Source: an optimization exercise on an open RTL-to-GDS flow (aim: small area and a short achievable clock period). Production flows keep margins and buffers that such runs may drop. RTL that was checked went through simulation tests only; none was proved equivalent to the original. Power and IR-drop figures of this design are not reliable: the tool's default activity estimate is inflated in some of its runs.

==> inputs of garnet <==
==> flow/design.v (excerpt) <==
module reel_block_rx (
  input  wire        clk,
  input  wire        rst,
  input  wire [39:0] in_data,
  input  wire        in_valid,
  output reg  [39:0] out_data,
  output reg         out_valid,
  output reg         stat_valid,
  output reg         stat_hdr_ok,
  output reg  [7:0]  stat_blk,
  output reg  [7:0]  stat_seq,
  output reg         stat_clean_a,
  output reg         stat_clean_b
);
==> module reel_block_rx, before the edit <==
module reel_block_rx (
  input  wire        clk,
  input  wire        rst,
  input  wire [39:0] in_data,
  input  wire        in_valid,
  output reg  [39:0] out_data,
  output reg         out_valid,
  output reg         stat_valid,
  output reg         stat_hdr_ok,
  output reg  [7:0]  stat_blk,
  output reg  [7:0]  stat_seq,
  output reg         stat_clean_a,
  output reg         stat_clean_b
);
  localparam [47:0] CLAPPER  = 48'hF3A6_0C59_D21E;
  localparam [57:0] SCR_INIT = 58'h2C5_9A37_E1D0_64BB;
  function [15:0] crc16_40(input [15:0] c_in, input [39:0] bits);
    integer i;
    reg [15:0] c;
    reg        fb;
    begin
      c = c_in;
      for (i = 39; i >= 0; i = i - 1) begin
        fb = c[15] ^ bits[i];
        c  = {c[14:0], 1'b0} ^ (fb ? 16'h1021 : 16'h0000);
      end
      crc16_40 = c;
    end
  endfunction
  function [97:0] scramble40(input [57:0] s_in);
    integer i;
    reg [57:0] s;
    reg [39:0] ks;
    reg        f;
    begin
      s = s_in;
      for (i = 39; i >= 0; i = i - 1) begin
        f     = s[57] ^ s[38];
        ks[i] = f;
        s     = {s[56:0], f};
      end
      scramble40 = {s, ks};
    end
  endfunction
  localparam [97:0] SCR_W2 = scramble40(SCR_INIT);
  localparam [57:0] SCR2   = SCR_W2[97:40];
  wire take = in_valid && !rst;
  reg [8:0]  word;      
  reg [57:0] scr;
  wire [97:0] scr_adv = scramble40(scr);
  always @(posedge clk) begin
    if (rst) begin
      word <= 9'd0;
      scr  <= 58'd0;
    end else if (in_valid) begin
      if (word == 9'd447) begin
        word <= 9'd0;
        scr  <= 58'd0;
      end else begin
        word <= word + 9'd1;
        scr  <= (word == 9'd1) ? SCR2 : scr_adv[97:40];
      end
    end
  end
  wire [39:0] plain = in_data ^ scr[39:0];
  reg        pv, pw0, pw1, plast;
  always @(posedge clk) begin
    out_data  <= plain;
    pv        <= take;
    pw0       <= (word == 9'd0);
    pw1       <= (word == 9'd1);
    plast     <= (word == 9'd447);
    out_valid <= take && (word >= 9'd2) && (word < 9'd424);
  end
  reg [15:0] crc0;      
  reg        clap0;     
  reg [15:0] crc1;      
  reg        clap1;     
  reg [7:0]  blk_r, seq_r;
  always @(posedge clk) begin
    if (pv && pw0) begin
      crc0  <= crc16_40(crc16_40(16'hFFFF, out_data), 40'd0);
      clap0 <= (out_data == CLAPPER[47:8]);
    end
    if (pv && pw1) begin
      crc1  <= crc0 ^ crc16_40(16'h0000, out_data);
      clap1 <= clap0 && (out_data[39:32] == CLAPPER[7:0]);
      blk_r <= out_data[31:24];
      seq_r <= out_data[23:16];
    end
    stat_hdr_ok <= clap1 && (crc1 == 16'd0);
    stat_blk    <= blk_r;
    stat_seq    <= seq_r;
  end
  wire zero_a, zero_b;
  rs_syn2 u_syn_a (
    .clk(clk), .en(pv), .first(pw0),
    .d_hi(plain[39:30]), .d_lo(plain[19:10]), .zero(zero_a)
  );
  rs_syn2 u_syn_b (
    .clk(clk), .en(pv), .first(pw0),
    .d_hi(plain[29:20]), .d_lo(plain[9:0]), .zero(zero_b)
  );
  reg end_pending;
  always @(posedge clk) begin
    if (rst) begin
      end_pending <= 1'b0;
      stat_valid  <= 1'b0;
    end else begin
      end_pending <= pv && plast;
      stat_valid  <= end_pending;
    end
    stat_clean_a <= zero_a;
    stat_clean_b <= zero_b;
  end
endmodule
export LEC_CHECK = 0
export CAP_MARGIN = 20
export CORE_MARGIN = 2
export CORE_UTILIZATION = 40
export SETUP_SLACK_MARGIN = 4.5
export SLEW_MARGIN = 20
create_clock -name core_clock -period 7.0 [get_ports {clk}]
run.sh (not shown) runs the stock make flow with config.mk's settings and CLKGATE_MAP_FILE= SYNTH_SCRIPT=/design/flow/synth_recipe.tcl, a recipe that flattens the netlist after the stock synthesis.
==> inputs of cedar, as changes to garnet <==
--- a/flow/design.v
+++ b/flow/design.v
@@ -1984,4 +1984,7 @@
     out_valid <= take && (word >= 9'd2) && (word < 9'd424);
   end
+  localparam [15:0] CRC_FF = crc16_40(16'hFFFF, 40'd0);
+  reg [15:0] bw;        
+  reg        qv0, qv1;  
   reg [15:0] crc0;      
   reg        clap0;     
@@ -1990,14 +1993,18 @@
   reg [7:0]  blk_r, seq_r;
   always @(posedge clk) begin
-    if (pv && pw0) begin
-      crc0  <= crc16_40(crc16_40(16'hFFFF, out_data), 40'd0);
+    bw  <= crc16_40(16'h0000, out_data);
+    qv0 <= pv && pw0;
+    qv1 <= pv && pw1;
+    if (pv && pw0)
       clap0 <= (out_data == CLAPPER[47:8]);
-    end
     if (pv && pw1) begin
-      crc1  <= crc0 ^ crc16_40(16'h0000, out_data);
       clap1 <= clap0 && (out_data[39:32] == CLAPPER[7:0]);
       blk_r <= out_data[31:24];
       seq_r <= out_data[23:16];
     end
+    if (qv0)
+      crc0 <= crc16_40(CRC_FF ^ bw, 40'd0);
+    if (qv1)
+      crc1 <= crc0 ^ bw;
     stat_hdr_ok <= clap1 && (crc1 == 16'd0);
     stat_blk    <= blk_r;
ABC_AREA = 1   (was default)
SETUP_SLACK_MARGIN = 4.0   (was 4.5)
==> inputs of umber, as changes to garnet <==
--- a/flow/design.v
+++ b/flow/design.v
@@ -1986,21 +1986,16 @@
   reg [15:0] crc0;      
   reg        clap0;     
-  reg [15:0] crc1;      
-  reg        clap1;     
-  reg [7:0]  blk_r, seq_r;
+  wire [15:0] crc_in  = pw0 ? 16'hFFFF : crc0;
+  wire [15:0] crc_out = crc16_40(crc_in, out_data);
   always @(posedge clk) begin
     if (pv && pw0) begin
-      crc0  <= crc16_40(crc16_40(16'hFFFF, out_data), 40'd0);
+      crc0  <= crc_out;
       clap0 <= (out_data == CLAPPER[47:8]);
     end
     if (pv && pw1) begin
-      crc1  <= crc0 ^ crc16_40(16'h0000, out_data);
-      clap1 <= clap0 && (out_data[39:32] == CLAPPER[7:0]);
-      blk_r <= out_data[31:24];
-      seq_r <= out_data[23:16];
+      stat_hdr_ok <= clap0 && (out_data[39:32] == CLAPPER[7:0]) && (crc_out == 16'd0);
+      stat_blk    <= out_data[31:24];
+      stat_seq    <= out_data[23:16];
     end
-    stat_hdr_ok <= clap1 && (crc1 == 16'd0);
-    stat_blk    <= blk_r;
-    stat_seq    <= seq_r;
   end
   wire zero_a, zero_b;
@@ -2022,6 +2017,8 @@
       stat_valid  <= end_pending;
     end
-    stat_clean_a <= zero_a;
-    stat_clean_b <= zero_b;
+    if (end_pending) begin
+      stat_clean_a <= zero_a;
+      stat_clean_b <= zero_b;
+    end
   end
 endmodule
SETUP_SLACK_MARGIN = default   (was 4.5)
==> inputs of pepper, as changes to garnet <==
--- a/flow/design.v
+++ b/flow/design.v
@@ -1984,4 +1984,7 @@
     out_valid <= take && (word >= 9'd2) && (word < 9'd424);
   end
+  localparam [15:0] CRC_FF = crc16_40(16'hFFFF, 40'd0);
+  reg [15:0] bw;        
+  reg        qv0, qv1;  
   reg [15:0] crc0;      
   reg        clap0;     
@@ -1990,14 +1993,18 @@
   reg [7:0]  blk_r, seq_r;
   always @(posedge clk) begin
-    if (pv && pw0) begin
-      crc0  <= crc16_40(crc16_40(16'hFFFF, out_data), 40'd0);
+    bw  <= crc16_40(16'h0000, out_data);
+    qv0 <= pv && pw0;
+    qv1 <= pv && pw1;
+    if (pv && pw0)
       clap0 <= (out_data == CLAPPER[47:8]);
-    end
     if (pv && pw1) begin
-      crc1  <= crc0 ^ crc16_40(16'h0000, out_data);
       clap1 <= clap0 && (out_data[39:32] == CLAPPER[7:0]);
       blk_r <= out_data[31:24];
       seq_r <= out_data[23:16];
     end
+    if (qv0)
+      crc0 <= crc16_40(CRC_FF ^ bw, 40'd0);
+    if (qv1)
+      crc1 <= crc0 ^ bw;
     stat_hdr_ok <= clap1 && (crc1 == 16'd0);
     stat_blk    <= blk_r;
SETUP_SLACK_MARGIN = 4.4   (was 4.5)
==> comparison table <==
Total sequential power: pepper 0.0158 W; cedar 0.0149 W; umber 0.0151 W; garnet 0.0170 W
Count of flip-flops with a built-in enable after synthesis: pepper 1010; cedar 1010; umber 996; garnet 1010
Site row count: pepper 159; cedar 162; umber 157; garnet 159
Via count of the first global-routing pass: pepper 48500; cedar 55400; umber 47800; garnet 48800
Die area: pepper 0.192 sq mm; cedar 0.199 sq mm; umber 0.188 sq mm; garnet 0.193 sq mm
Status: pepper timing/DRC/antenna clean; cedar timing/DRC/antenna clean; umber timing/DRC/antenna clean; garnet timing/DRC/antenna clean
Total area of multi-input combinational cells: pepper 0.0401 sq mm; cedar 0.0405 sq mm; umber 0.0391 sq mm; garnet 0.0419 sq mm
Total cell area at the placement stage: pepper 0.0797 sq mm; cedar 0.0823 sq mm; umber 0.0780 sq mm; garnet 0.0805 sq mm
Met1 wire length: pepper 108 mm; cedar 111 mm; umber 104 mm; garnet 107 mm
Critical path class: pepper flip-flop to output pin; cedar flip-flop to flip-flop; umber flip-flop to flip-flop; garnet flip-flop to flip-flop
Netlist cell types: pepper 39; cedar 43; umber 43; garnet 40
Endpoint class of the critical path: pepper output pin; cedar flip-flop; umber flip-flop; garnet flip-flop
Fraction of synthesized cell area taken by the top area cell type: pepper 40.2%; cedar 38.8%; umber 40.5%; garnet 39.9%
Final worst path period share: pepper 40.3%; cedar 42.4%; umber 61.6%; garnet 55.4%
No functional check of the RTL was part of garnet.

==> port drivers added, routing unchanged <==
In the flow no input, the clock included, has a driving cell. The finished layouts below were timed again as built, in two steps. Step 1: set_driving_cell puts a clkbuf_16 on clk and a buf_2 on each other input, an assumption about the parent block. Step 2, shift: input delay + t, output delay - t, t = (earliest + latest rising clock arrival at the registers) / 2. This alone moves slack from input paths to output paths. Three values: ideal, step 1, step 2; two values: the first two.
run	t, ns	slack for setup (ns)	hold slack, ns
garnet	0.883	3.124 / 3.124 / 3.124	0.342 / 0.342 / 0.342
cedar	0.891	4.029 / 3.971 / 3.371	0.318 / 0.318 / 0.318
umber	0.865	2.689 / 2.689 / 2.689	0.428 / 0.428 / 0.428
pepper	0.882	4.182 / 4.098 / 3.677	0.338 / 0.338 / 0.338
After both steps setup and hold are still met in every run listed. For cedar, which loses most, drivers alone change the setup slack by -0.058 ns; drivers and shift together by -0.658 ns.
